What follows belongs to an exercise in optimizing a design on an open flow for small area and a short achievable clock period; a production flow would make more cautious choices. Only simulation tests tie the RTL to the original design; equivalence was not proved.

[design/flow/constraint.sdc]
create_clock -name core_clock -period 22.0 [get_ports {clk}]
set_input_delay 4.4000 -clock core_clock [delete_from_list [all_inputs] [get_ports {clk}]]
set_output_delay 4.4000 -clock core_clock [all_outputs]
set_load 0.01 [all_outputs]
[design/flow/standard.sh]
#!/bin/bash
# synth_recipe.tcl (not shown) runs the flow's synth.tcl, then flattens the netlist and writes it again
# the make line also repeats each setting of config.mk as NAME=value (left out here)
make -C /OpenROAD-flow-scripts/flow DESIGN_CONFIG=/design/flow/config.mk WORK_HOME=/design/flow/orfs CLKGATE_MAP_FILE= SYNTH_SCRIPT=/design/flow/synth_recipe.tcl "${@:-finish}"
[design/flow/config.mk]
export PLATFORM = sky130hd
export DESIGN_NAME = dec79_codec
export DESIGN_NICKNAME = dec79_codec
export VERILOG_FILES = /design/flow/design.v
export SDC_FILE = /design/flow/constraint.sdc
export NUM_CORES = 4
export LEC_CHECK = 0
export CAP_MARGIN = 20
export CORE_MARGIN = 2
export CORE_UTILIZATION = 60
export CTS_CLUSTER_DIAMETER = 120
export CTS_CLUSTER_SIZE = 24
export PLACE_DENSITY = 0.75
export SETUP_SLACK_MARGIN = 0.4
export SLEW_MARGIN = 20
[design/flow/flow/abc.script]
strash
dch
map -a
topo
[design/flow/flow/run.sh]
#!/bin/bash
MARGIN=16.5
W=$PWD
{
  echo "proc abc {args} { set i [lsearch -exact \$args -script]; if {\$i >= 0} { lset args [expr {\$i + 1}] $W/flow/abc.script }; yosys abc {*}\$args }"
  cat synth_recipe.tcl
} > own_synth.tcl
export BUFFER_PORTS_ARGS="-buffer_cell sky130_fd_sc_hd__buf_1"
sed -e "s/SETUP_SLACK_MARGIN=[-0-9.]*/SETUP_SLACK_MARGIN=$MARGIN/" \
    -e "s#SYNTH_SCRIPT=[^ ]*#SYNTH_SCRIPT=$W/own_synth.tcl#" standard.sh > own_standard.sh
bash own_standard.sh > standard.log 2>&1
[design/flow/design.v]
function automatic [6:0] gf_mul(input [6:0] a, input [6:0] b);
    reg [6:0] acc;
    reg [6:0] sh;
    integer i;
    begin
        acc = 7'd0;
        sh  = a;
        for (i = 0; i < 7; i = i + 1) begin
            if (b[i])
                acc = acc ^ sh;
            sh = {sh[5:0], 1'b0} ^ (sh[6] ? 7'b0001001 : 7'b0000000);
        end
        gf_mul = acc;
    end
endfunction
localparam [128*7-1:0] INV3 = {
    7'h0d, 7'h74, 7'h30, 7'h3c, 7'h68, 7'h1b, 7'h76, 7'h0f,
    7'h54, 7'h7e, 7'h4a, 7'h3f, 7'h06, 7'h29, 7'h43, 7'h23,
    7'h66, 7'h2a, 7'h14, 7'h09, 7'h3b, 7'h61, 7'h37, 7'h4d,
    7'h4e, 7'h6c, 7'h69, 7'h59, 7'h2b, 7'h5e, 7'h70, 7'h39,
    7'h34, 7'h6b, 7'h1d, 7'h45, 7'h71, 7'h25, 7'h5c, 7'h7d,
    7'h6a, 7'h22, 7'h27, 7'h19, 7'h46, 7'h4b, 7'h10, 7'h5f,
    7'h36, 7'h72, 7'h6d, 7'h32, 7'h0e, 7'h62, 7'h16, 7'h79,
    7'h6f, 7'h3d, 7'h49, 7'h08, 7'h1c, 7'h20, 7'h1a, 7'h5b,
    7'h1f, 7'h7b, 7'h51, 7'h78, 7'h4f, 7'h63, 7'h5a, 7'h0a,
    7'h42, 7'h48, 7'h3e, 7'h4c, 7'h56, 7'h65, 7'h5d, 7'h53,
    7'h6e, 7'h0c, 7'h3a, 7'h57, 7'h02, 7'h41, 7'h7c, 7'h55,
    7'h2f, 7'h0b, 7'h26, 7'h77, 7'h73, 7'h40, 7'h12, 7'h75,
    7'h67, 7'h7f, 7'h2e, 7'h50, 7'h64, 7'h44, 7'h1e, 7'h35,
    7'h60, 7'h15, 7'h2c, 7'h05, 7'h58, 7'h07, 7'h24, 7'h17,
    7'h47, 7'h2d, 7'h04, 7'h33, 7'h21, 7'h28, 7'h38, 7'h31,
    7'h7a, 7'h03, 7'h52, 7'h13, 7'h18, 7'h11, 7'h01, 7'h00
};
function automatic [6:0] gf_inv3(input [6:0] a);
    begin
        gf_inv3 = INV3[7*a +: 7];
    end
endfunction
localparam [127:0] VALID = 128'h341efc53e5ef0f6366edbbb9ab551f7e;
function automatic gf_valid(input [6:0] a);
    begin
        gf_valid = VALID[a];
    end
endfunction
function automatic [6:0] gf_halftrace(input [6:0] c);
    begin
        gf_halftrace[0] = 1'b0;
        gf_halftrace[1] = c[2] ^ c[3] ^ c[4] ^ c[6];
        gf_halftrace[2] = c[3] ^ c[4] ^ c[6];
        gf_halftrace[3] = c[5] ^ c[6];
        gf_halftrace[4] = c[1] ^ c[2] ^ c[4];
        gf_halftrace[5] = c[3] ^ c[5] ^ c[6];
        gf_halftrace[6] = c[3] ^ c[6];
    end
endfunction
function automatic gf_trace(input [6:0] c);
    begin
        gf_trace = c[0];
    end
endfunction
module dec79_enc (
    input  wire [63:0] data,
    output wire [78:0] word
);
    assign word[63:0] = data;
    wire x0, x1, x2, x3, x4, x5, x6, x7, x8, x9, x10, x11, x12, x13, x14, x15, x16, x17, x18, x19, x20, x21, x22, x23, x24, x25, x26, x27, x28, x29, x30, x31, x32, x33, x34, x35, x36, x37, x38, x39, x40, x41, x42, x43, x44, x45, x46, x47, x48, x49, x50, x51, x52, x53, x54, x55, x56, x57, x58, x59, x60, x61, x62, x63, x64, x65, x66, x67, x68, x69, x70, x71, x72, x73, x74, x75, x76, x77, x78, x79, x80, x81, x82, x83, x84, x85, x86, x87, x88, x89, x90, x91, x92, x93, x94, x95, x96, x97, x98, x99, x100, x101, x102, x103, x104, x105, x106, x107, x108, x109, x110, x111, x112, x113, x114, x115, x116, x117, x118, x119, x120, x121, x122, x123, x124, x125, x126, x127, x128, x129, x130, x131, x132, x133, x134, x135, x136, x137, x138, x139, x140, x141, x142, x143, x144, x145, x146, x147, x148, x149, x150, x151, x152, x153, x154, x155, x156, x157, x158, x159, x160, x161, x162, x163, x164, x165, x166, x167, x168, x169, x170, x171, x172, x173, x174, x175, x176, x177, x178, x179, x180, x181, x182, x183, x184, x185, x186, x187, x188, x189, x190, x191, x192, x193, x194, x195, x196, x197, x198, x199, x200, x201, x202, x203, x204, x205, x206, x207, x208, x209, x210, x211, x212, x213, x214, x215, x216, x217, x218, x219, x220, x221, x222, x223, x224, x225, x226, x227, x228, x229;
    assign x0 = data[3] ^ data[14];
    assign x1 = data[27] ^ data[43];
    assign x2 = data[0] ^ data[37];
    assign x3 = data[23] ^ data[24];
    assign x4 = data[25] ^ data[46];
    assign x5 = data[26] ^ data[32];
    assign x6 = data[31] ^ data[50];
    assign x7 = data[1] ^ data[38];
    assign x8 = data[4] ^ data[17];
    assign x9 = data[30] ^ data[44];
    assign x10 = data[5] ^ data[33];
    assign x11 = data[22] ^ data[61];
    assign x12 = data[2] ^ data[29];
    assign x13 = data[13] ^ data[59];
    assign x14 = data[7] ^ data[62];
    assign x15 = data[42] ^ data[47];
    assign x16 = data[58] ^ x1;
    assign x17 = data[56] ^ x0;
    assign x18 = data[60] ^ x10;
    assign x19 = data[63] ^ x7;
    assign x20 = data[12] ^ data[45];
    assign x21 = data[49] ^ data[57];
    assign x22 = data[10] ^ data[48];
    assign x23 = data[6] ^ data[28];
    assign x24 = data[18] ^ data[53];
    assign x25 = data[11] ^ data[55];
    assign x26 = x3 ^ x4;
    assign x27 = x5 ^ x8;
    assign x28 = data[39] ^ x11;
    assign x29 = data[9] ^ data[40];
    assign x30 = data[41] ^ data[54];
    assign x31 = x2 ^ x14;
    assign x32 = x20 ^ x22;
    assign x33 = x6 ^ x15;
    assign x34 = x9 ^ x24;
    assign x35 = x12 ^ x25;
    assign x36 = data[35] ^ x18;
    assign x37 = data[8] ^ data[29];
    assign x38 = data[36] ^ data[63];
    assign x39 = data[19] ^ data[21];
    assign x40 = data[16] ^ data[20];
    assign x41 = data[15] ^ x21;
    assign x42 = data[34] ^ x23;
    assign x43 = x17 ^ x26;
    assign x44 = data[2] ^ x33;
    assign x45 = data[40] ^ x16;
    assign x46 = data[62] ^ x35;
    assign x47 = x19 ^ x30;
    assign x48 = x13 ^ x28;
    assign x49 = x13 ^ x27;
    assign x50 = data[51] ^ data[52];
    assign x51 = data[28] ^ data[52];
    assign x52 = data[15] ^ data[19];
    assign x53 = data[45] ^ data[46];
    assign x54 = data[0] ^ data[43];
    assign x55 = data[11] ^ data[61];
    assign x56 = data[12] ^ data[41];
    assign x57 = data[31] ^ data[51];
    assign x58 = data[9] ^ data[57];
    assign x59 = data[23] ^ data[54];
    assign x60 = data[13] ^ data[14];
    assign x61 = data[47] ^ x6;
    assign x62 = x15 ^ x60;
    assign x63 = data[4] ^ x29;
    assign x64 = data[37] ^ x40;
    assign x65 = data[6] ^ x55;
    assign x66 = data[5] ^ x38;
    assign x67 = x14 ^ x57;
    assign x68 = data[22] ^ x3;
    assign x69 = data[55] ^ x9;
    assign x70 = data[48] ^ x1;
    assign x71 = x37 ^ x51;
    assign x72 = data[20] ^ x0;
    assign x73 = x2 ^ x53;
    assign x74 = x31 ^ x39;
    assign x75 = x56 ^ x64;
    assign x76 = data[10] ^ x26;
    assign x77 = x34 ^ x63;
    assign x78 = x31 ^ x61;
    assign x79 = x12 ^ x32;
    assign x80 = x17 ^ x66;
    assign x81 = x42 ^ x58;
    assign x82 = data[33] ^ x19;
    assign x83 = data[18] ^ x16;
    assign x84 = x28 ^ x69;
    assign x85 = data[49] ^ x27;
    assign x86 = data[34] ^ x32;
    assign x87 = x4 ^ x49;
    assign x88 = x43 ^ x44;
    assign x89 = data[1] ^ x36;
    assign x90 = x46 ^ x68;
    assign x91 = data[36] ^ x47;
    assign x92 = data[8] ^ x36;
    assign x93 = data[17] ^ x48;
    assign x94 = data[30] ^ x45;
    assign x95 = data[14] ^ data[50];
    assign x96 = data[51] ^ x10;
    assign x97 = x37 ^ x52;
    assign x98 = x95 ^ x34;
    assign x99 = x70 ^ x73;
    assign x100 = x96 ^ x97;
    assign x101 = x81 ^ x98;
    assign x102 = x99 ^ x100;
    assign x103 = x93 ^ x101;
    assign x104 = x102 ^ x103;
    assign x105 = data[52] ^ data[53];
    assign x106 = x7 ^ x21;
    assign x107 = x22 ^ x40;
    assign x108 = x59 ^ x105;
    assign x109 = x106 ^ x107;
    assign x110 = x108 ^ x45;
    assign x111 = x78 ^ x109;
    assign x112 = x92 ^ x93;
    assign x113 = x110 ^ x111;
    assign x114 = x112 ^ x113;
    assign x115 = data[13] ^ data[32];
    assign x116 = x39 ^ x115;
    assign x117 = x18 ^ x41;
    assign x118 = x73 ^ x116;
    assign x119 = x117 ^ x118;
    assign x120 = x90 ^ x91;
    assign x121 = x94 ^ x119;
    assign x122 = x120 ^ x121;
    assign x123 = data[58] ^ data[59];
    assign x124 = x123 ^ x42;
    assign x125 = x75 ^ x82;
    assign x126 = x84 ^ x124;
    assign x127 = x88 ^ x125;
    assign x128 = x126 ^ x127;
    assign x129 = data[27] ^ data[38];
    assign x130 = x5 ^ x11;
    assign x131 = x23 ^ x129;
    assign x132 = x130 ^ x131;
    assign x133 = x74 ^ x77;
    assign x134 = x132 ^ x88;
    assign x135 = x92 ^ x133;
    assign x136 = x134 ^ x135;
    assign x137 = x34 ^ x72;
    assign x138 = x49 ^ x76;
    assign x139 = x78 ^ x137;
    assign x140 = x91 ^ x138;
    assign x141 = x139 ^ x140;
    assign x142 = data[21] ^ data[24];
    assign x143 = data[53] ^ data[54];
    assign x144 = data[60] ^ x9;
    assign x145 = x11 ^ x54;
    assign x146 = x142 ^ x143;
    assign x147 = x19 ^ x33;
    assign x148 = x35 ^ x144;
    assign x149 = x145 ^ x146;
    assign x150 = x81 ^ x147;
    assign x151 = x148 ^ x149;
    assign x152 = x87 ^ x150;
    assign x153 = x151 ^ x152;
    assign x154 = data[25] ^ data[47];
    assign x155 = x5 ^ x59;
    assign x156 = x154 ^ x17;
    assign x157 = x67 ^ x155;
    assign x158 = x79 ^ x83;
    assign x159 = x84 ^ x156;
    assign x160 = x157 ^ x89;
    assign x161 = x158 ^ x159;
    assign x162 = x160 ^ x161;
    assign x163 = data[39] ^ data[43];
    assign x164 = x2 ^ x6;
    assign x165 = x24 ^ x29;
    assign x166 = x50 ^ x163;
    assign x167 = x164 ^ x165;
    assign x168 = x166 ^ x80;
    assign x169 = x85 ^ x167;
    assign x170 = x90 ^ x168;
    assign x171 = x169 ^ x170;
    assign x172 = data[32] ^ x8;
    assign x173 = x29 ^ x54;
    assign x174 = x71 ^ x172;
    assign x175 = x173 ^ x43;
    assign x176 = x47 ^ x48;
    assign x177 = x86 ^ x174;
    assign x178 = x175 ^ x176;
    assign x179 = x177 ^ x178;
    assign x180 = data[26] ^ data[39];
    assign x181 = data[41] ^ x180;
    assign x182 = x41 ^ x62;
    assign x183 = x181 ^ x46;
    assign x184 = x76 ^ x77;
    assign x185 = x182 ^ x89;
    assign x186 = x183 ^ x184;
    assign x187 = x185 ^ x186;
    assign x188 = data[16] ^ data[24];
    assign x189 = data[25] ^ data[26];
    assign x190 = x30 ^ x52;
    assign x191 = x188 ^ x189;
    assign x192 = x65 ^ x190;
    assign x193 = x191 ^ x44;
    assign x194 = x80 ^ x86;
    assign x195 = x192 ^ x94;
    assign x196 = x193 ^ x194;
    assign x197 = x195 ^ x196;
    assign x198 = data[3] ^ data[35];
    assign x199 = data[42] ^ data[44];
    assign x200 = x23 ^ x25;
    assign x201 = x198 ^ x199;
    assign x202 = x41 ^ x67;
    assign x203 = x70 ^ x200;
    assign x204 = x201 ^ x75;
    assign x205 = x202 ^ x203;
    assign x206 = x87 ^ x204;
    assign x207 = x205 ^ x206;
    assign x208 = data[7] ^ data[16];
    assign x209 = data[21] ^ data[38];
    assign x210 = data[44] ^ data[50];
    assign x211 = data[56] ^ x20;
    assign x212 = x38 ^ x208;
    assign x213 = x209 ^ x210;
    assign x214 = x18 ^ x62;
    assign x215 = x71 ^ x211;
    assign x216 = x212 ^ x213;
    assign x217 = x83 ^ x85;
    assign x218 = x214 ^ x215;
    assign x219 = x216 ^ x217;
    assign x220 = x218 ^ x219;
    assign x221 = data[9] ^ x8;
    assign x222 = x21 ^ x50;
    assign x223 = x16 ^ x65;
    assign x224 = x72 ^ x221;
    assign x225 = x222 ^ x74;
    assign x226 = x79 ^ x82;
    assign x227 = x223 ^ x224;
    assign x228 = x225 ^ x226;
    assign x229 = x227 ^ x228;
    assign word[64] = x104;
    assign word[65] = x114;
    assign word[66] = x122;
    assign word[67] = x128;
    assign word[68] = x136;
    assign word[69] = x141;
    assign word[70] = x153;
    assign word[71] = x162;
    assign word[72] = x171;
    assign word[73] = x179;
    assign word[74] = x187;
    assign word[75] = x197;
    assign word[76] = x207;
    assign word[77] = x220;
    assign word[78] = x229;
endmodule
module dec79_syn (
    input  wire [78:0] word,
    output wire [6:0]  s1,
    output wire [6:0]  s3,
    output wire        par
);
    wire y0, y1, y2, y3, y4, y5, y6, y7, y8, y9, y10, y11, y12, y13, y14, y15, y16, y17, y18, y19, y20, y21, y22, y23, y24, y25, y26, y27, y28, y29, y30, y31, y32, y33, y34, y35, y36, y37, y38, y39, y40, y41, y42, y43, y44, y45, y46, y47, y48, y49, y50, y51, y52, y53, y54, y55, y56, y57, y58, y59, y60, y61, y62, y63, y64, y65, y66, y67, y68, y69, y70, y71, y72, y73, y74, y75, y76, y77, y78, y79, y80, y81, y82, y83, y84, y85, y86, y87, y88, y89, y90, y91, y92, y93, y94, y95, y96, y97, y98, y99, y100, y101, y102, y103, y104, y105, y106, y107, y108, y109, y110, y111, y112, y113, y114, y115, y116, y117, y118, y119, y120, y121, y122, y123, y124, y125, y126, y127, y128, y129, y130, y131, y132, y133, y134, y135, y136, y137, y138, y139, y140, y141, y142, y143, y144, y145, y146, y147, y148, y149, y150, y151, y152, y153, y154, y155, y156, y157, y158, y159, y160, y161, y162, y163, y164, y165, y166, y167, y168, y169, y170, y171, y172, y173, y174, y175, y176, y177, y178, y179, y180, y181, y182, y183, y184, y185, y186, y187, y188, y189, y190, y191, y192, y193, y194, y195, y196, y197, y198, y199, y200, y201, y202, y203, y204, y205, y206, y207, y208, y209, y210, y211, y212, y213, y214, y215, y216, y217, y218, y219, y220, y221, y222, y223, y224, y225, y226, y227, y228, y229, y230, y231, y232, y233, y234, y235, y236, y237, y238, y239, y240, y241, y242, y243, y244, y245, y246, y247, y248, y249, y250, y251, y252, y253, y254, y255, y256, y257, y258, y259, y260, y261, y262, y263, y264, y265, y266, y267, y268, y269;
    assign y0 = word[58] ^ word[61];
    assign y1 = word[10] ^ word[37];
    assign y2 = word[11] ^ word[62];
    assign y3 = word[44] ^ y0;
    assign y4 = word[36] ^ word[41];
    assign y5 = word[46] ^ word[60];
    assign y6 = word[45] ^ word[59];
    assign y7 = word[16] ^ word[23];
    assign y8 = word[13] ^ word[42];
    assign y9 = word[9] ^ word[43];
    assign y10 = word[5] ^ word[57];
    assign y11 = word[3] ^ word[19];
    assign y12 = word[38] ^ y1;
    assign y13 = word[24] ^ word[71];
    assign y14 = word[12] ^ word[26];
    assign y15 = word[35] ^ word[53];
    assign y16 = word[25] ^ word[72];
    assign y17 = word[47] ^ word[73];
    assign y18 = word[7] ^ word[55];
    assign y19 = word[6] ^ word[54];
    assign y20 = y2 ^ y6;
    assign y21 = word[15] ^ word[22];
    assign y22 = word[14] ^ word[63];
    assign y23 = word[34] ^ word[52];
    assign y24 = word[39] ^ word[77];
    assign y25 = word[2] ^ word[18];
    assign y26 = y5 ^ y22;
    assign y27 = word[1] ^ y4;
    assign y28 = word[48] ^ y17;
    assign y29 = y7 ^ y15;
    assign y30 = word[40] ^ y10;
    assign y31 = word[32] ^ y8;
    assign y32 = word[56] ^ y12;
    assign y33 = word[31] ^ y3;
    assign y34 = word[20] ^ word[33];
    assign y35 = word[27] ^ word[75];
    assign y36 = word[0] ^ word[17];
    assign y37 = word[4] ^ word[74];
    assign y38 = word[28] ^ y13;
    assign y39 = word[21] ^ y16;
    assign y40 = y14 ^ y21;
    assign y41 = word[30] ^ y9;
    assign y42 = y11 ^ y18;
    assign y43 = word[8] ^ word[76];
    assign y44 = word[29] ^ y23;
    assign y45 = word[69] ^ y36;
    assign y46 = word[68] ^ y19;
    assign y47 = y34 ^ y37;
    assign y48 = y26 ^ y35;
    assign y49 = word[51] ^ y29;
    assign y50 = y30 ^ y31;
    assign y51 = y25 ^ y28;
    assign y52 = y27 ^ y42;
    assign y53 = word[70] ^ y40;
    assign y54 = y32 ^ y33;
    assign y55 = word[49] ^ word[67];
    assign y56 = y38 ^ y55;
    assign y57 = y20 ^ y47;
    assign y58 = word[50] ^ y41;
    assign y59 = y24 ^ y44;
    assign y60 = y49 ^ y51;
    assign y61 = y45 ^ y52;
    assign y62 = y39 ^ y50;
    assign y63 = word[61] ^ word[66];
    assign y64 = word[42] ^ word[49];
    assign y65 = word[51] ^ word[59];
    assign y66 = word[24] ^ word[47];
    assign y67 = word[8] ^ word[10];
    assign y68 = word[4] ^ word[77];
    assign y69 = word[25] ^ word[34];
    assign y70 = word[28] ^ word[33];
    assign y71 = word[15] ^ word[29];
    assign y72 = word[9] ^ word[23];
    assign y73 = y10 ^ y14;
    assign y74 = y19 ^ y64;
    assign y75 = word[63] ^ y24;
    assign y76 = word[65] ^ y43;
    assign y77 = word[32] ^ y13;
    assign y78 = y5 ^ y68;
    assign y79 = word[17] ^ y9;
    assign y80 = word[12] ^ y66;
    assign y81 = word[36] ^ y2;
    assign y82 = word[52] ^ y11;
    assign y83 = word[27] ^ y8;
    assign y84 = y26 ^ y70;
    assign y85 = y20 ^ y75;
    assign y86 = y3 ^ y23;
    assign y87 = y18 ^ y41;
    assign y88 = word[76] ^ y30;
    assign y89 = y12 ^ y58;
    assign y90 = y53 ^ y57;
    assign y91 = y56 ^ y73;
    assign y92 = y48 ^ y59;
    assign y93 = y33 ^ y67;
    assign y94 = y32 ^ y43;
    assign y95 = y46 ^ y54;
    assign y96 = y60 ^ y62;
    assign y97 = y61 ^ y95;
    assign y98 = word[8] ^ word[37];
    assign y99 = word[48] ^ word[61];
    assign y100 = word[64] ^ y36;
    assign y101 = y98 ^ y99;
    assign y102 = y20 ^ y27;
    assign y103 = y29 ^ y38;
    assign y104 = y100 ^ y101;
    assign y105 = y48 ^ y50;
    assign y106 = y87 ^ y102;
    assign y107 = y103 ^ y104;
    assign y108 = y105 ^ y106;
    assign y109 = y107 ^ y108;
    assign y110 = word[62] ^ y16;
    assign y111 = y25 ^ y71;
    assign y112 = y27 ^ y74;
    assign y113 = y76 ^ y79;
    assign y114 = y80 ^ y110;
    assign y115 = y111 ^ y84;
    assign y116 = y112 ^ y113;
    assign y117 = y114 ^ y54;
    assign y118 = y115 ^ y116;
    assign y119 = y117 ^ y118;
    assign y120 = word[16] ^ word[26];
    assign y121 = word[44] ^ word[57];
    assign y122 = y63 ^ y69;
    assign y123 = y71 ^ y120;
    assign y124 = y121 ^ y31;
    assign y125 = y42 ^ y122;
    assign y126 = y123 ^ y51;
    assign y127 = y85 ^ y124;
    assign y128 = y125 ^ y89;
    assign y129 = y126 ^ y127;
    assign y130 = y128 ^ y129;
    assign y131 = word[39] ^ word[53];
    assign y132 = word[75] ^ y65;
    assign y133 = y72 ^ y131;
    assign y134 = y31 ^ y47;
    assign y135 = y132 ^ y133;
    assign y136 = y52 ^ y134;
    assign y137 = y135 ^ y54;
    assign y138 = y91 ^ y136;
    assign y139 = y137 ^ y138;
    assign y140 = word[2] ^ word[4];
    assign y141 = word[14] ^ word[24];
    assign y142 = word[39] ^ word[43];
    assign y143 = word[50] ^ word[58];
    assign y144 = word[60] ^ y34;
    assign y145 = y35 ^ y140;
    assign y146 = y141 ^ y142;
    assign y147 = y143 ^ y20;
    assign y148 = y44 ^ y46;
    assign y149 = y144 ^ y145;
    assign y150 = y146 ^ y147;
    assign y151 = y148 ^ y149;
    assign y152 = y62 ^ y94;
    assign y153 = y150 ^ y151;
    assign y154 = y152 ^ y153;
    assign y155 = word[3] ^ word[6];
    assign y156 = word[11] ^ word[21];
    assign y157 = word[38] ^ word[41];
    assign y158 = word[69] ^ word[73];
    assign y159 = y15 ^ y24;
    assign y160 = y65 ^ y69;
    assign y161 = y155 ^ y156;
    assign y162 = y157 ^ y158;
    assign y163 = y3 ^ y40;
    assign y164 = y159 ^ y160;
    assign y165 = y161 ^ y162;
    assign y166 = y84 ^ y87;
    assign y167 = y88 ^ y163;
    assign y168 = y164 ^ y165;
    assign y169 = y166 ^ y167;
    assign y170 = y168 ^ y169;
    assign y171 = word[0] ^ word[7];
    assign y172 = word[35] ^ word[40];
    assign y173 = word[47] ^ word[56];
    assign y174 = word[60] ^ word[62];
    assign y175 = y4 ^ y6;
    assign y176 = y7 ^ y19;
    assign y177 = y37 ^ y171;
    assign y178 = y172 ^ y173;
    assign y179 = y174 ^ y83;
    assign y180 = y175 ^ y176;
    assign y181 = y177 ^ y178;
    assign y182 = y53 ^ y59;
    assign y183 = y179 ^ y180;
    assign y184 = y181 ^ y93;
    assign y185 = y182 ^ y183;
    assign y186 = y184 ^ y185;
    assign y187 = word[5] ^ word[14];
    assign y188 = word[22] ^ word[26];
    assign y189 = word[53] ^ word[64];
    assign y190 = y0 ^ y4;
    assign y191 = y9 ^ y187;
    assign y192 = y188 ^ y189;
    assign y193 = y28 ^ y45;
    assign y194 = y74 ^ y77;
    assign y195 = y82 ^ y190;
    assign y196 = y191 ^ y192;
    assign y197 = y57 ^ y193;
    assign y198 = y194 ^ y195;
    assign y199 = y196 ^ y197;
    assign y200 = y198 ^ y199;
    assign y201 = word[5] ^ word[20];
    assign y202 = word[72] ^ y201;
    assign y203 = y80 ^ y202;
    assign y204 = y49 ^ y85;
    assign y205 = y203 ^ y204;
    assign y206 = y205 ^ y97;
    assign y207 = word[2] ^ word[13];
    assign y208 = word[20] ^ word[38];
    assign y209 = word[54] ^ word[74];
    assign y210 = y7 ^ y11;
    assign y211 = y207 ^ y208;
    assign y212 = y209 ^ y28;
    assign y213 = y39 ^ y79;
    assign y214 = y81 ^ y210;
    assign y215 = y211 ^ y212;
    assign y216 = y213 ^ y214;
    assign y217 = y91 ^ y92;
    assign y218 = y215 ^ y216;
    assign y219 = y217 ^ y218;
    assign y220 = word[11] ^ word[18];
    assign y221 = word[45] ^ word[50];
    assign y222 = word[65] ^ y1;
    assign y223 = y17 ^ y72;
    assign y224 = y220 ^ y221;
    assign y225 = y39 ^ y77;
    assign y226 = y222 ^ y223;
    assign y227 = y224 ^ y48;
    assign y228 = y53 ^ y86;
    assign y229 = y225 ^ y226;
    assign y230 = y61 ^ y227;
    assign y231 = y228 ^ y229;
    assign y232 = y230 ^ y231;
    assign y233 = word[41] ^ word[68];
    assign y234 = word[70] ^ y233;
    assign y235 = y78 ^ y82;
    assign y236 = y234 ^ y235;
    assign y237 = y93 ^ y236;
    assign y238 = y96 ^ y237;
    assign y239 = word[0] ^ word[19];
    assign y240 = word[55] ^ word[67];
    assign y241 = word[71] ^ y21;
    assign y242 = y25 ^ y239;
    assign y243 = y240 ^ y29;
    assign y244 = y46 ^ y78;
    assign y245 = y81 ^ y241;
    assign y246 = y242 ^ y86;
    assign y247 = y88 ^ y243;
    assign y248 = y244 ^ y245;
    assign y249 = y89 ^ y246;
    assign y250 = y247 ^ y248;
    assign y251 = y249 ^ y250;
    assign y252 = word[1] ^ word[19];
    assign y253 = word[46] ^ y16;
    assign y254 = y63 ^ y252;
    assign y255 = y38 ^ y83;
    assign y256 = y253 ^ y254;
    assign y257 = y255 ^ y256;
    assign y258 = y60 ^ y90;
    assign y259 = y94 ^ y257;
    assign y260 = y258 ^ y259;
    assign y261 = word[64] ^ word[66];
    assign y262 = word[78] ^ y261;
    assign y263 = y76 ^ y262;
    assign y264 = y56 ^ y58;
    assign y265 = y263 ^ y90;
    assign y266 = y92 ^ y264;
    assign y267 = y96 ^ y265;
    assign y268 = y266 ^ y97;
    assign y269 = y267 ^ y268;
    assign s1[0] = y109;
    assign s1[1] = y119;
    assign s1[2] = y130;
    assign s1[3] = y139;
    assign s1[4] = y154;
    assign s1[5] = y170;
    assign s1[6] = y186;
    assign s3[0] = y200;
    assign s3[1] = y206;
    assign s3[2] = y219;
    assign s3[3] = y232;
    assign s3[4] = y238;
    assign s3[5] = y251;
    assign s3[6] = y260;
    assign par = y269;
endmodule
module dec79_loc (
    input  wire [6:0] s1,
    input  wire [6:0] cp,          
    input  wire       par,
    input  wire       s1z,         
    input  wire       s3z,         
    output wire [6:0] x1,
    output wire [6:0] x2,
    output wire       ps,          
    output wire       pd,          
    output wire       z            
);
function automatic [6:0] gf_mul(input [6:0] a, input [6:0] b);
    reg [6:0] acc;
    reg [6:0] sh;
    integer i;
    begin
        acc = 7'd0;
        sh  = a;
        for (i = 0; i < 7; i = i + 1) begin
            if (b[i])
                acc = acc ^ sh;
            sh = {sh[5:0], 1'b0} ^ (sh[6] ? 7'b0001001 : 7'b0000000);
        end
        gf_mul = acc;
    end
endfunction
localparam [128*7-1:0] INV3 = {
    7'h0d, 7'h74, 7'h30, 7'h3c, 7'h68, 7'h1b, 7'h76, 7'h0f,
    7'h54, 7'h7e, 7'h4a, 7'h3f, 7'h06, 7'h29, 7'h43, 7'h23,
    7'h66, 7'h2a, 7'h14, 7'h09, 7'h3b, 7'h61, 7'h37, 7'h4d,
    7'h4e, 7'h6c, 7'h69, 7'h59, 7'h2b, 7'h5e, 7'h70, 7'h39,
    7'h34, 7'h6b, 7'h1d, 7'h45, 7'h71, 7'h25, 7'h5c, 7'h7d,
    7'h6a, 7'h22, 7'h27, 7'h19, 7'h46, 7'h4b, 7'h10, 7'h5f,
    7'h36, 7'h72, 7'h6d, 7'h32, 7'h0e, 7'h62, 7'h16, 7'h79,
    7'h6f, 7'h3d, 7'h49, 7'h08, 7'h1c, 7'h20, 7'h1a, 7'h5b,
    7'h1f, 7'h7b, 7'h51, 7'h78, 7'h4f, 7'h63, 7'h5a, 7'h0a,
    7'h42, 7'h48, 7'h3e, 7'h4c, 7'h56, 7'h65, 7'h5d, 7'h53,
    7'h6e, 7'h0c, 7'h3a, 7'h57, 7'h02, 7'h41, 7'h7c, 7'h55,
    7'h2f, 7'h0b, 7'h26, 7'h77, 7'h73, 7'h40, 7'h12, 7'h75,
    7'h67, 7'h7f, 7'h2e, 7'h50, 7'h64, 7'h44, 7'h1e, 7'h35,
    7'h60, 7'h15, 7'h2c, 7'h05, 7'h58, 7'h07, 7'h24, 7'h17,
    7'h47, 7'h2d, 7'h04, 7'h33, 7'h21, 7'h28, 7'h38, 7'h31,
    7'h7a, 7'h03, 7'h52, 7'h13, 7'h18, 7'h11, 7'h01, 7'h00
};
function automatic [6:0] gf_inv3(input [6:0] a);
    begin
        gf_inv3 = INV3[7*a +: 7];
    end
endfunction
localparam [127:0] VALID = 128'h341efc53e5ef0f6366edbbb9ab551f7e;
function automatic gf_valid(input [6:0] a);
    begin
        gf_valid = VALID[a];
    end
endfunction
function automatic [6:0] gf_halftrace(input [6:0] c);
    begin
        gf_halftrace[0] = 1'b0;
        gf_halftrace[1] = c[2] ^ c[3] ^ c[4] ^ c[6];
        gf_halftrace[2] = c[3] ^ c[4] ^ c[6];
        gf_halftrace[3] = c[5] ^ c[6];
        gf_halftrace[4] = c[1] ^ c[2] ^ c[4];
        gf_halftrace[5] = c[3] ^ c[5] ^ c[6];
        gf_halftrace[6] = c[3] ^ c[6];
    end
endfunction
function automatic gf_trace(input [6:0] c);
    begin
        gf_trace = c[0];
    end
endfunction
    wire [6:0] c      = cp ^ 7'd1;
    wire       single = (cp == 7'd1);
    wire       troot  = ~gf_trace(c);
    wire [6:0] y0     = gf_halftrace(c);
    assign x1  = gf_mul(s1, y0);
    assign x2  = x1 ^ s1;
    assign ps  = ~s1z & single;
    assign pd  = ~s1z & ~single & troot & ~par;
    assign z   = s1z & s3z;
endmodule
module dec79_flg (
    input  wire [6:0] x1,
    input  wire [6:0] x2,
    input  wire       ps,
    input  wire       pd,
    input  wire       z,
    input  wire       par,
    output wire       e1,          
    output wire       e2,          
    output wire       f78,         
    output wire [1:0] nfix,
    output wire       uncorr
);
function automatic [6:0] gf_mul(input [6:0] a, input [6:0] b);
    reg [6:0] acc;
    reg [6:0] sh;
    integer i;
    begin
        acc = 7'd0;
        sh  = a;
        for (i = 0; i < 7; i = i + 1) begin
            if (b[i])
                acc = acc ^ sh;
            sh = {sh[5:0], 1'b0} ^ (sh[6] ? 7'b0001001 : 7'b0000000);
        end
        gf_mul = acc;
    end
endfunction
localparam [128*7-1:0] INV3 = {
    7'h0d, 7'h74, 7'h30, 7'h3c, 7'h68, 7'h1b, 7'h76, 7'h0f,
    7'h54, 7'h7e, 7'h4a, 7'h3f, 7'h06, 7'h29, 7'h43, 7'h23,
    7'h66, 7'h2a, 7'h14, 7'h09, 7'h3b, 7'h61, 7'h37, 7'h4d,
    7'h4e, 7'h6c, 7'h69, 7'h59, 7'h2b, 7'h5e, 7'h70, 7'h39,
    7'h34, 7'h6b, 7'h1d, 7'h45, 7'h71, 7'h25, 7'h5c, 7'h7d,
    7'h6a, 7'h22, 7'h27, 7'h19, 7'h46, 7'h4b, 7'h10, 7'h5f,
    7'h36, 7'h72, 7'h6d, 7'h32, 7'h0e, 7'h62, 7'h16, 7'h79,
    7'h6f, 7'h3d, 7'h49, 7'h08, 7'h1c, 7'h20, 7'h1a, 7'h5b,
    7'h1f, 7'h7b, 7'h51, 7'h78, 7'h4f, 7'h63, 7'h5a, 7'h0a,
    7'h42, 7'h48, 7'h3e, 7'h4c, 7'h56, 7'h65, 7'h5d, 7'h53,
    7'h6e, 7'h0c, 7'h3a, 7'h57, 7'h02, 7'h41, 7'h7c, 7'h55,
    7'h2f, 7'h0b, 7'h26, 7'h77, 7'h73, 7'h40, 7'h12, 7'h75,
    7'h67, 7'h7f, 7'h2e, 7'h50, 7'h64, 7'h44, 7'h1e, 7'h35,
    7'h60, 7'h15, 7'h2c, 7'h05, 7'h58, 7'h07, 7'h24, 7'h17,
    7'h47, 7'h2d, 7'h04, 7'h33, 7'h21, 7'h28, 7'h38, 7'h31,
    7'h7a, 7'h03, 7'h52, 7'h13, 7'h18, 7'h11, 7'h01, 7'h00
};
function automatic [6:0] gf_inv3(input [6:0] a);
    begin
        gf_inv3 = INV3[7*a +: 7];
    end
endfunction
localparam [127:0] VALID = 128'h341efc53e5ef0f6366edbbb9ab551f7e;
function automatic gf_valid(input [6:0] a);
    begin
        gf_valid = VALID[a];
    end
endfunction
function automatic [6:0] gf_halftrace(input [6:0] c);
    begin
        gf_halftrace[0] = 1'b0;
        gf_halftrace[1] = c[2] ^ c[3] ^ c[4] ^ c[6];
        gf_halftrace[2] = c[3] ^ c[4] ^ c[6];
        gf_halftrace[3] = c[5] ^ c[6];
        gf_halftrace[4] = c[1] ^ c[2] ^ c[4];
        gf_halftrace[5] = c[3] ^ c[5] ^ c[6];
        gf_halftrace[6] = c[3] ^ c[6];
    end
endfunction
function automatic gf_trace(input [6:0] c);
    begin
        gf_trace = c[0];
    end
endfunction
    wire v1 = gf_valid(x1);
    wire v2 = gf_valid(x2);
    wire es = ps & v2;
    wire ed = pd & v1 & v2;
    wire p78 = z & par;            
    assign e1     = pd & v2;
    assign e2     = ps | (pd & v1);
    assign f78    = p78 | (es & ~par);
    assign nfix   = {ed | (es & ~par), p78 | (es & par)};
    assign uncorr = ~z & ~(es | ed);
endmodule
module dec79_cor (
    input  wire [77:0] word_in,
    input  wire [6:0]  x1,
    input  wire [6:0]  x2,
    input  wire        e1,
    input  wire        e2,
    output wire [77:0] word_out
);
    reg [7:0]  a1, a2;
    reg [15:0] b1, b2;
    integer i;
    always @(*) begin
        for (i = 0; i < 8; i = i + 1) begin
            a1[i] = e1 & (x1[2:0] == i);
            a2[i] = e2 & (x2[2:0] == i);
        end
        for (i = 0; i < 16; i = i + 1) begin
            b1[i] = (x1[6:3] == i);
            b2[i] = (x2[6:3] == i);
        end
    end
    wire [77:0] flip;
    assign flip[0] = (a1[1] & b1[8]) | (a2[1] & b2[8]);
    assign flip[1] = (a1[3] & b1[1]) | (a2[3] & b2[1]);
    assign flip[2] = (a1[6] & b1[2]) | (a2[6] & b2[2]);
    assign flip[3] = (a1[4] & b1[5]) | (a2[4] & b2[5]);
    assign flip[4] = (a1[0] & b1[11]) | (a2[0] & b2[11]);
    assign flip[5] = (a1[1] & b1[7]) | (a2[1] & b2[7]);
    assign flip[6] = (a1[2] & b1[14]) | (a2[2] & b2[14]);
    assign flip[7] = (a1[5] & b1[13]) | (a2[5] & b2[13]);
    assign flip[8] = (a1[3] & b1[10]) | (a2[3] & b2[10]);
    assign flip[9] = (a1[7] & b1[5]) | (a2[7] & b2[5]);
    assign flip[10] = (a1[6] & b1[11]) | (a2[6] & b2[11]);
    assign flip[11] = (a1[5] & b1[6]) | (a2[5] & b2[6]);
    assign flip[12] = (a1[2] & b1[13]) | (a2[2] & b2[13]);
    assign flip[13] = (a1[5] & b1[11]) | (a2[5] & b2[11]);
    assign flip[14] = (a1[3] & b1[6]) | (a2[3] & b2[6]);
    assign flip[15] = (a1[6] & b1[12]) | (a2[6] & b2[12]);
    assign flip[16] = (a1[5] & b1[8]) | (a2[5] & b2[8]);
    assign flip[17] = (a1[3] & b1[0]) | (a2[3] & b2[0]);
    assign flip[18] = (a1[6] & b1[0]) | (a2[6] & b2[0]);
    assign flip[19] = (a1[4] & b1[1]) | (a2[4] & b2[1]);
    assign flip[20] = (a1[0] & b1[3]) | (a2[0] & b2[3]);
    assign flip[21] = (a1[0] & b1[6]) | (a2[0] & b2[6]);
    assign flip[22] = (a1[0] & b1[12]) | (a2[0] & b2[12]);
    assign flip[23] = (a1[1] & b1[9]) | (a2[1] & b2[9]);
    assign flip[24] = (a1[3] & b1[3]) | (a2[3] & b2[3]);
    assign flip[25] = (a1[6] & b1[6]) | (a2[6] & b2[6]);
    assign flip[26] = (a1[4] & b1[13]) | (a2[4] & b2[13]);
    assign flip[27] = (a1[1] & b1[10]) | (a2[1] & b2[10]);
    assign flip[28] = (a1[3] & b1[5]) | (a2[3] & b2[5]);
    assign flip[29] = (a1[6] & b1[10]) | (a2[6] & b2[10]);
    assign flip[30] = (a1[5] & b1[4]) | (a2[5] & b2[4]);
    assign flip[31] = (a1[2] & b1[9]) | (a2[2] & b2[9]);
    assign flip[32] = (a1[5] & b1[3]) | (a2[5] & b2[3]);
    assign flip[33] = (a1[2] & b1[7]) | (a2[2] & b2[7]);
    assign flip[34] = (a1[4] & b1[14]) | (a2[4] & b2[14]);
    assign flip[35] = (a1[1] & b1[12]) | (a2[1] & b2[12]);
    assign flip[36] = (a1[3] & b1[9]) | (a2[3] & b2[9]);
    assign flip[37] = (a1[7] & b1[3]) | (a2[7] & b2[3]);
    assign flip[38] = (a1[6] & b1[7]) | (a2[6] & b2[7]);
    assign flip[39] = (a1[4] & b1[15]) | (a2[4] & b2[15]);
    assign flip[40] = (a1[1] & b1[14]) | (a2[1] & b2[14]);
    assign flip[41] = (a1[3] & b1[13]) | (a2[3] & b2[13]);
    assign flip[42] = (a1[7] & b1[11]) | (a2[7] & b2[11]);
    assign flip[43] = (a1[7] & b1[6]) | (a2[7] & b2[6]);
    assign flip[44] = (a1[6] & b1[13]) | (a2[6] & b2[13]);
    assign flip[45] = (a1[5] & b1[10]) | (a2[5] & b2[10]);
    assign flip[46] = (a1[3] & b1[4]) | (a2[3] & b2[4]);
    assign flip[47] = (a1[6] & b1[8]) | (a2[6] & b2[8]);
    assign flip[48] = (a1[5] & b1[0]) | (a2[5] & b2[0]);
    assign flip[49] = (a1[2] & b1[1]) | (a2[2] & b2[1]);
    assign flip[50] = (a1[4] & b1[2]) | (a2[4] & b2[2]);
    assign flip[51] = (a1[0] & b1[5]) | (a2[0] & b2[5]);
    assign flip[52] = (a1[0] & b1[10]) | (a2[0] & b2[10]);
    assign flip[53] = (a1[1] & b1[5]) | (a2[1] & b2[5]);
    assign flip[54] = (a1[2] & b1[10]) | (a2[2] & b2[10]);
    assign flip[55] = (a1[5] & b1[5]) | (a2[5] & b2[5]);
    assign flip[56] = (a1[2] & b1[11]) | (a2[2] & b2[11]);
    assign flip[57] = (a1[5] & b1[7]) | (a2[5] & b2[7]);
    assign flip[58] = (a1[2] & b1[15]) | (a2[2] & b2[15]);
    assign flip[59] = (a1[5] & b1[15]) | (a2[5] & b2[15]);
    assign flip[60] = (a1[3] & b1[14]) | (a2[3] & b2[14]);
    assign flip[61] = (a1[7] & b1[13]) | (a2[7] & b2[13]);
    assign flip[62] = (a1[7] & b1[10]) | (a2[7] & b2[10]);
    assign flip[63] = (a1[7] & b1[4]) | (a2[7] & b2[4]);
    assign flip[64] = (a1[1] & b1[0]) | (a2[1] & b2[0]);
    assign flip[65] = (a1[2] & b1[0]) | (a2[2] & b2[0]);
    assign flip[66] = (a1[4] & b1[0]) | (a2[4] & b2[0]);
    assign flip[67] = (a1[0] & b1[1]) | (a2[0] & b2[1]);
    assign flip[68] = (a1[0] & b1[2]) | (a2[0] & b2[2]);
    assign flip[69] = (a1[0] & b1[4]) | (a2[0] & b2[4]);
    assign flip[70] = (a1[0] & b1[8]) | (a2[0] & b2[8]);
    assign flip[71] = (a1[1] & b1[1]) | (a2[1] & b2[1]);
    assign flip[72] = (a1[2] & b1[2]) | (a2[2] & b2[2]);
    assign flip[73] = (a1[4] & b1[4]) | (a2[4] & b2[4]);
    assign flip[74] = (a1[0] & b1[9]) | (a2[0] & b2[9]);
    assign flip[75] = (a1[1] & b1[3]) | (a2[1] & b2[3]);
    assign flip[76] = (a1[2] & b1[6]) | (a2[2] & b2[6]);
    assign flip[77] = (a1[4] & b1[12]) | (a2[4] & b2[12]);
    assign word_out = word_in ^ flip;
endmodule
module dec79_codec (
    input  wire        clk,
    input  wire        rst,             
    input  wire        enc_in_valid,
    input  wire [63:0] enc_in_data,
    output wire        enc_out_valid,
    output wire [78:0] enc_out_word,
    input  wire        dec_in_valid,
    input  wire [78:0] dec_in_word,
    output wire        dec_out_valid,
    output wire [78:0] dec_out_word,
    output wire [1:0]  dec_out_nfix,
    output wire        dec_out_uncorr
);
function automatic [6:0] gf_mul(input [6:0] a, input [6:0] b);
    reg [6:0] acc;
    reg [6:0] sh;
    integer i;
    begin
        acc = 7'd0;
        sh  = a;
        for (i = 0; i < 7; i = i + 1) begin
            if (b[i])
                acc = acc ^ sh;
            sh = {sh[5:0], 1'b0} ^ (sh[6] ? 7'b0001001 : 7'b0000000);
        end
        gf_mul = acc;
    end
endfunction
localparam [128*7-1:0] INV3 = {
    7'h0d, 7'h74, 7'h30, 7'h3c, 7'h68, 7'h1b, 7'h76, 7'h0f,
    7'h54, 7'h7e, 7'h4a, 7'h3f, 7'h06, 7'h29, 7'h43, 7'h23,
    7'h66, 7'h2a, 7'h14, 7'h09, 7'h3b, 7'h61, 7'h37, 7'h4d,
    7'h4e, 7'h6c, 7'h69, 7'h59, 7'h2b, 7'h5e, 7'h70, 7'h39,
    7'h34, 7'h6b, 7'h1d, 7'h45, 7'h71, 7'h25, 7'h5c, 7'h7d,
    7'h6a, 7'h22, 7'h27, 7'h19, 7'h46, 7'h4b, 7'h10, 7'h5f,
    7'h36, 7'h72, 7'h6d, 7'h32, 7'h0e, 7'h62, 7'h16, 7'h79,
    7'h6f, 7'h3d, 7'h49, 7'h08, 7'h1c, 7'h20, 7'h1a, 7'h5b,
    7'h1f, 7'h7b, 7'h51, 7'h78, 7'h4f, 7'h63, 7'h5a, 7'h0a,
    7'h42, 7'h48, 7'h3e, 7'h4c, 7'h56, 7'h65, 7'h5d, 7'h53,
    7'h6e, 7'h0c, 7'h3a, 7'h57, 7'h02, 7'h41, 7'h7c, 7'h55,
    7'h2f, 7'h0b, 7'h26, 7'h77, 7'h73, 7'h40, 7'h12, 7'h75,
    7'h67, 7'h7f, 7'h2e, 7'h50, 7'h64, 7'h44, 7'h1e, 7'h35,
    7'h60, 7'h15, 7'h2c, 7'h05, 7'h58, 7'h07, 7'h24, 7'h17,
    7'h47, 7'h2d, 7'h04, 7'h33, 7'h21, 7'h28, 7'h38, 7'h31,
    7'h7a, 7'h03, 7'h52, 7'h13, 7'h18, 7'h11, 7'h01, 7'h00
};
function automatic [6:0] gf_inv3(input [6:0] a);
    begin
        gf_inv3 = INV3[7*a +: 7];
    end
endfunction
localparam [127:0] VALID = 128'h341efc53e5ef0f6366edbbb9ab551f7e;
function automatic gf_valid(input [6:0] a);
    begin
        gf_valid = VALID[a];
    end
endfunction
function automatic [6:0] gf_halftrace(input [6:0] c);
    begin
        gf_halftrace[0] = 1'b0;
        gf_halftrace[1] = c[2] ^ c[3] ^ c[4] ^ c[6];
        gf_halftrace[2] = c[3] ^ c[4] ^ c[6];
        gf_halftrace[3] = c[5] ^ c[6];
        gf_halftrace[4] = c[1] ^ c[2] ^ c[4];
        gf_halftrace[5] = c[3] ^ c[5] ^ c[6];
        gf_halftrace[6] = c[3] ^ c[6];
    end
endfunction
function automatic gf_trace(input [6:0] c);
    begin
        gf_trace = c[0];
    end
endfunction
    reg [1:0] enc_v;
    reg [2:0] dec_v;
    always @(posedge clk) begin
        if (rst) begin
            enc_v <= 2'd0;
            dec_v <= 3'd0;
        end else begin
            enc_v <= {enc_v, enc_in_valid};
            dec_v <= {dec_v, dec_in_valid};
        end
    end
    assign enc_out_valid = enc_v[1];
    assign dec_out_valid = dec_v[2];
    reg [63:0] enc_d_r0;
    always @(posedge clk) enc_d_r0 <= enc_in_data;
    wire [78:0] enc_word;
    dec79_enc u_enc (.data(enc_d_r0), .word(enc_word));
    reg [78:0] enc_w_r;
    always @(posedge clk) enc_w_r <= enc_word;
    assign enc_out_word = enc_w_r;
    reg  [78:0] word_r0;
    always @(posedge clk) begin
        word_r0 <= dec_in_word;
    end
    wire [6:0] s1, s3;
    wire       par;
    dec79_syn u_syn (.word(word_r0), .s1(s1), .s3(s3), .par(par));
    wire [6:0] q = gf_inv3(s1);
    wire [6:0] cp  = gf_mul(s3, q);
    wire       s1z = (s1 == 7'd0);
    wire       s3z = (s3 == 7'd0);
    reg  [78:0] word_r1;
    reg  [6:0] s1_r1;
    reg        par_r1;
    reg  [6:0] cp_r1;
    reg        s1z_r1;
    reg        s3z_r1;
    always @(posedge clk) begin
        word_r1 <= word_r0;
        s1_r1 <= s1;
        par_r1 <= par;
        cp_r1 <= cp;
        s1z_r1 <= s1z;
        s3z_r1 <= s3z;
    end
    wire [6:0] x1, x2;
    wire       ps, pd, z;
    dec79_loc u_loc (.s1(s1_r1), .cp(cp_r1), .par(par_r1),
                     .s1z(s1z_r1), .s3z(s3z_r1), .x1(x1), .x2(x2),
                     .ps(ps), .pd(pd), .z(z));
    wire       e1, e2, f78, uncorr;
    wire [1:0] nfix;
    dec79_flg u_flg (.x1(x1), .x2(x2), .ps(ps), .pd(pd),
                     .z(z), .par(par_r1), .e1(e1), .e2(e2), .f78(f78),
                     .nfix(nfix), .uncorr(uncorr));
    wire [78:0] wflg = {word_r1[78] ^ f78, word_r1[77:0]};
    wire [77:0] wcor;
    dec79_cor u_cor (.word_in(wflg[77:0]), .x1(x1), .x2(x2),
                     .e1(e1), .e2(e2), .word_out(wcor));
    wire [78:0] wout = {wflg[78], wcor};
    reg  [78:0] wout_r2;
    reg  [1:0] nfix_r2;
    reg        uncorr_r2;
    always @(posedge clk) begin
        wout_r2 <= wout;
        nfix_r2 <= nfix;
        uncorr_r2 <= uncorr;
    end
    assign dec_out_word   = wout_r2;
    assign dec_out_nfix   = nfix_r2;
    assign dec_out_uncorr = uncorr_r2;
endmodule
==> impl_metrics.tcl, run 1 <==
set metrics [dict create \
    path_buf_inv 1 \
    ys_top_cells_by_count "dfxtp_1 (405), xor2_1 (352), xnor2_1 (283), nand2_1 (246), nor2_1 (126)" \
    setup_viol 0 \
    critical_path_class "reg -> out" \
    worst_pin_slew_ns 1.02 \
    final_nets 2364 \
    clock_latency_ns 0.54 \
    fmax_mhz 182 \
    finalCritPeriodShare_pct 25.0 \
    crit_cells 1 \
    yosys_warnings 4 \
    outcome "timing/DRC/antenna clean" \
    antenna_found_initial 2 \
    multi_input_area_um2 9260 \
    cp-endpoint "dec_out_word[42]" \
    clkTransAtPathRegs_ns 0.10 \
    finalCriticalPeriod_ns 5.50 \
    drt_iter0_markers 1345 \
    wirelength_mm 53.5 \
    cpLargestDelayFamily "flip-flops" \
    slowest_delay_ns 0.39 \
    cp.arrival_ns 1.10 \
    synthArstFlopShare_pct 0 \
    fin_util_pct 69.8 \
    antenna_cells 0 \
    die_h_um 175 \
    dpl.hpwl_mm 42.0 \
    critPathRequiredTime_ns 17.60 \
    finClkSkew_ns 0.0134 \
    setup.worst_path.end_class "output pin" \
    ys_types 30 \
    core-area_um2 28800 \
    fill_cells 2382 \
    place.gp.congestion 1.02 \
    die_area_um2 30700 \
    synth_edf_count 0 \
    ant_nets 0 \
    rsz0062_at_grt "false" \
    initial_utilization_pct 61.2 \
    timing.rr.start "cp_r1[6]$_DFF_P_" \
    drc 0 \
    area_growth_pct 14.1 \
    grt_pass1_wl_mm 79.0 \
    num_vias 14000 \
    cts_max_level 1 \
    reg2reg_slack_ns 16.76 \
    r2r_cells 23 \
    cts_hold_buf 0 \
    synth_ff_type "dfxtp_1" \
    cts_buffer_depth 3 \
    synth_area_um2 17600 \
    yosysSeqAreaShare_pct 46.1 \
    routedWlPerCell_um 20.8 \
    final-hold-violation-count 0 \
    first_pass_iters 5 \
    syn-mean-instance-area_um2 9.49 \
    slowest_stage "dfxtp_1" \
    crit_fanout 1 \
    first_global_vias 13700 \
    boundaryPins 310 \
    hold_class "reg -> reg" \
    synth.area.top_cells "dfxtp_1 (46%), xor2_1 (18%), xnor2_1 (14%), nand2_1 (5.2%), o22ai_1 (2.9%)" \
    cap_viol_max_count 0 \
    syn_nets 2025 \
    yosysTopAreaCell "dfxtp_1" \
    synth_most_common_cell "dfxtp_1" \
    overflow 0 \
    numCtsBuffers 20 \
    io_buffer_count 309 \
    reg2reg_to "wout_r2[11]$_DFF_P_" \
    fin_setup_tns_ns 0 \
    synth.top_cell.area_share_pct 46.1 \
    rows 62 \
    track_usage_pct 33.6 \
    grt_max_degree 45 \
    cp-startpoint "wout_r2[42]$_DFF_P_" \
    cts-root-buf "clkbuf_16" \
    cts_tree "built" \
    ys_ff_latch 405 \
    slew_headroom_pct 31.7 \
    critical_path.cell_chain "buf_2" \
    drive_gt1_share_pct 5.02 \
    dieWidth_um 175 \
    slew_viol_final 0 \
    worstSetupStartpointType "flop" \
    syn_inst 1854 \
    via_per_inst 5.45 \
    seq_area_um2 8110 \
    cts.sinks 405 \
]
[logic make-up after synthesis]
| kind of cell | Yosys count | share of synthesized area (%) |
|---|---|---|
| AO/OA/AOI/OAI | 208 | 7.27 |
| flip-flops | 405 | 46.1 |
| AND/OR/NAND/NOR | 463 | 10.8 |
| XOR/XNOR | 635 | 31.6 |
| adder cells (fa/ha/maj) | 24 | 1.71 |
| buffers and inverters | 119 | 2.54 |
[per-layer routing]
metal	share of wire, %	up-vias	GRT usage [%]
met5	0.024	-	0
met4	5.8	2	17.1
met2	47	774	57.7
met1	39	6457	41.1
li1	-	6629	-
met3	7.4	179	5.04
[how the worst min path moves through the flow]
stage                                    from             endpoint  slack, ns  cells after the start
after CTS                  word_r0[6]$_DFF_P_   word_r1[6]$_DFF_P_       0.39                      0
final                     word_r0[45]$_DFF_P_  word_r1[45]$_DFF_P_       0.38                      0
after global placement     word_r0[6]$_DFF_P_   word_r1[6]$_DFF_P_       0.37                      0
after floorplan           word_r0[32]$_DFF_P_  word_r1[32]$_DFF_P_       0.34                      0
after detailed placement   word_r0[6]$_DFF_P_   word_r1[6]$_DFF_P_       0.37                      0
after global routing      word_r0[45]$_DFF_P_  word_r1[45]$_DFF_P_       0.40                      0
[registers in the layout, indices dropped and copies added (netlist names)]
signal / count
enc_w_r: 79
word_r0: 79
word_r1: 79
wout_r2: 79
enc_d_r0: 64
cp_r1: 7
s1_r1: 7
dec_v: 3
enc_v: 2
nfix_r2: 2
par_r1: 1
s1z_r1: 1
s3z_r1: 1
uncorr_r2: 1
[metrics by stage]
| stage | hold WS [ns] | cell area [um^2] | setup slack, ns | instances |
|---|---|---|---|---|
| 2_1_floorplan | 0.338 | 17600 | 16.95 | 1854 |
| 4_1_cts | 0.386 | 19900 | 16.50 | 2573 |
| 3_3_place_gp | 0.374 | 19300 | 16.07 | 2551 |
| 6_report | 0.380 | 20100 | 16.50 | 2577 |
| 3_5_place_dp | 0.373 | 19300 | 16.05 | 2551 |
| 5_1_grt | 0.397 | 20100 | 16.44 | 2577 |
[layout make-up]
| cell class | count | share of cell area (%) |
|---|---|---|
| Sequential cell | 405 | 40.4 |
| Multi-Input combinational cell | 1330 | 46.1 |
| Timing Repair Buffer | 317 | 6.13 |
| Clock buffer | 21 | 2.62 |
| Inverter | 119 | 2.29 |
| Tap cell | 384 | 2.39 |
| Clock inverter | 1 | 0.0249 |
[what timing repair did]
action                                  CTS  global route
buffers inserted                          0             4
resized for setup                        26            32
endpoints found under the setup margin   78            88
pin swaps                                 0             1
[layout by cell type, fill, tap and decap left out, drive strengths merged, types with 2 or more instances in the layout]
cell,synthesis,routed
nor4,2,2
o2111ai,4,4
clkinv,119,117
dfxtp,405,405
a31oi,7,7
a22oi,3,3
a21oi,35,35
nand4,8,8
buf,0,315
o311ai,7,7
xnor2,283,283
clkinvlp,0,3
o22ai,82,82
nand3,41,41
or2,29,29
nor3,9,9
nand2,246,246
a32oi,3,3
clkbuf,0,23
o211ai,7,7
xor2,352,352
o21ai,46,46
nor2,126,126
ha,24,24
a211oi,3,3
o221ai,5,5
a221oi,2,2
==> run 2: changes to the inputs <==
==> design/flow/flow/abc.script (replaced) <==
strash
dch
map -a
mfs
map -a
topo
==> run 2 against run 1 <==
  * First-iteration DRC count fell by 18%
  * Cell count fell by 2.4%
  * Still clean on timing, DRC and antenna
  * Synthesized cell count fell by 3.6%
  * Via count fell by 3.0%
  * Register-to-register slack got worse by 0.04 ns
  * Synthesized area fell by 0.79%
  * Critical endpoint is now dec_out_word[10]
  * Non-clock buffer count rose by 1
  * Die area fell by 0.77%
==> impl_metrics.tcl, run 2 <==
set metrics [dict create \
    worstSetupStartpointType "flop" \
    syn_inst 1788 \
    critPathRequiredTime_ns 17.60 \
    ys_top_cells_by_count "dfxtp_1 (405), xor2_1 (394), xnor2_1 (269), nand2_1 (163), nor2_1 (143)" \
    multi_input_area_um2 9240 \
    drc 0 \
    finalCritPeriodShare_pct 24.9 \
    ant_nets 0 \
    synth.top_cell.area_share_pct 46.4 \
    yosysSeqAreaShare_pct 46.4 \
    cts_tree "built" \
    final_nets 2300 \
    fill_cells 2262 \
    fin_setup_tns_ns 0 \
    synth_edf_count 0 \
    cts.sinks 405 \
    cts_max_level 1 \
    ys_types 34 \
    num_vias 13600 \
    final_common_cell "dfxtp_1" \
    layout_setup_ws_ns 16.52 \
    overflow 0 \
    slowest_delay_ns 0.39 \
    ys_ff_latch 405 \
    die_h_um 175 \
    outcome "timing/DRC/antenna clean" \
    rsz0062_at_grt "true" \
    slew_headroom_pct 39.5 \
    place_ws_ns 16.11 \
    initial_utilization_pct 60.8 \
    synth_most_common_cell "dfxtp_1" \
    slew_viol_final 0 \
    io_buffer_count 309 \
    antenna_found_initial 3 \
    setup.worst_path.end_class "output pin" \
    yosys_warnings 4 \
    grt_max_degree 38 \
    finalCriticalPeriod_ns 5.48 \
    hold_class "reg -> reg" \
    cts_buffer_depth 3 \
    seq_area_um2 8110 \
    synth_area_um2 17500 \
    cpLargestDelayFamily "flip-flops" \
    first_global_vias 13700 \
    final-hold-violation-count 0 \
    wirelength_mm 53.5 \
    yosysTopAreaCell "dfxtp_1" \
    area_growth_pct 14.7 \
    critical_path.cell_chain "buf_2" \
    setup_viol 0 \
    numCtsBuffers 20 \
    place.gp.congestion 1.02 \
    cp.arrival_ns 1.08 \
    critical_path_class "reg -> out" \
    syn_nets 1959 \
    rows 62 \
    finClkSkew_ns 0.0224 \
    layout_common_cells "dfxtp_1 (402), xor2_1 (380), buf_1 (296), xnor2_1 (263), nand2_1 (160)" \
    core-area_um2 28700 \
    layout.cells.non_filler 2514 \
    worst_pin_slew_ns 0.901 \
    synth_ff_type "dfxtp_1" \
    crit_fanout 1 \
    dp_cells 2487 \
    synth.area.top_cells "dfxtp_1 (46%), xor2_1 (20%), xnor2_1 (13%), nand2_1 (3.5%), nor2_1 (3.1%)" \
    cts-root-buf "clkbuf_16" \
    clock_latency_ns 0.55 \
    first_pass_iters 6 \
    clkTransAtPathRegs_ns 0.10 \
    dpl.hpwl_mm 42.3 \
    synthArstFlopShare_pct 0 \
    via_per_inst 5.42 \
    cap_viol_max_count 0 \
    grt_pass1_wl_mm 79.2 \
    drive_gt1_share_pct 5.68 \
    syn-mean-instance-area_um2 9.77 \
    fmax_mhz 183 \
    fin_util_pct 69.8 \
    routedWlPerCell_um 21.3 \
    path_buf_inv 1 \
    dieWidth_um 175 \
    die_area_um2 30500 \
    track_usage_pct 33.8 \
    slowest_stage "dfxtp_2" \
    drt_iter0_markers 1108 \
    boundaryPins 310 \
]
==> run 2: cell count changes in the layout (fill, tap and decap cells not counted), moves of 6 or more <==
cell      delta
a21oi_1     +10
clkinv_1    -12
nand2_1     -79
nand3_1     -10
nor2_1       +9
nor2_2       +8
o21ai_0      +6
o22ai_1      -8
o22ai_2      +6
or2_2       -21
xnor2_1     -16
xor2_1      +35
xor2_2       +7
==> run 2: final timing paths <==
path | end | slack (ns) | cells after the start | from
min | word_r1[78]$_DFF_P_ | 0.38 | 0 | word_r0[78]$_DFF_P_
min reg2reg | word_r1[78]$_DFF_P_ | 0.38 | 0 | word_r0[78]$_DFF_P_
max reg2reg | wout_r2[74]$_DFF_P_ | 16.72 | 21 | cp_r1[2]$_DFF_P_
max | dec_out_word[10] | 16.52 | 1 | wout_r2[10]$_DFF_P_
==> run 2: final cells by class <==
| cell class | instances | share of cell area, % |
|---|---|---|
| Sequential cell | 405 | 40.5 |
| Antenna cell | 1 | 0.0125 |
| Timing Repair Buffer | 318 | 6.21 |
| Timing Repair inverter | 1 | 0.0250 |
| Clock inverter | 1 | 0.0250 |
| Inverter | 107 | 2.09 |
| Tap cell | 384 | 2.40 |
| Multi-Input combinational cell | 1276 | 46.1 |
| Clock buffer | 21 | 2.62 |
==> run 2: timing repair <==
item / in CTS / in global routing
cloned: 0 / 1
resized for setup: 20 / 55
hold buffers: 0 / 0
buffers inserted: 0 / 3
pin swaps: 0 / 1
endpoints found under the setup margin: 71 / 93
==> run 2: stage by stage <==
| stage | hold slack, ns | instance area [um^2] |
|---|---|---|
| 2_1_floorplan | 0.338 | 17500 |
| 3_3_place_gp | 0.366 | 19100 |
| 3_5_place_dp | 0.366 | 19100 |
| 4_1_cts | 0.379 | 19700 |
| 5_1_grt | 0.388 | 20000 |
| 6_report | 0.382 | 20000 |
==> run 2: metal layers <==
metal | share of wire, % | GRT usage (%) | vias up
li1 | - | - | 6412
met1 | 39 | 40.9 | 6287
met2 | 49 | 59.5 | 765
met3 | 7.2 | 5.18 | 159
met4 | 5.2 | 15.5 | 2
met5 | 0.024 | 0 | -
==> run 2: cell families after synthesis <==
| group | synth area share [%] |
|---|---|
| compound gates | 7.80 |
| simple gates | 8.50 |
| flops | 46.4 |
| buf+inv | 2.30 |
| fa+ha+maj | 1.72 |
| xor+xnor | 33.3 |

-- port drivers added, routing unchanged --
How much do the figures lean on ideal ports? The routed layouts below were timed once more, with nothing changed but the port constraints. Step 1: set_driving_cell puts a clkbuf_16 on clk and a buf_2 on each other input, an assumption about the parent block. Step 2 times the ports against the registers' clock, not the clock port: input delays grow and output delays shrink by t, the midpoint of the rising clock arrivals with the driver on. Slacks: ideal / step 1 / step 2; pairs: ideal / step 1.
run	t (ns)	setup WS [ns]	cell pins on the clock port's net
run 1	0.582	16.504 / 16.452 / 16.762	1
run 2	0.586	16.522 / 16.469 / 16.724	1
After both steps setup and hold are still met in every run listed.
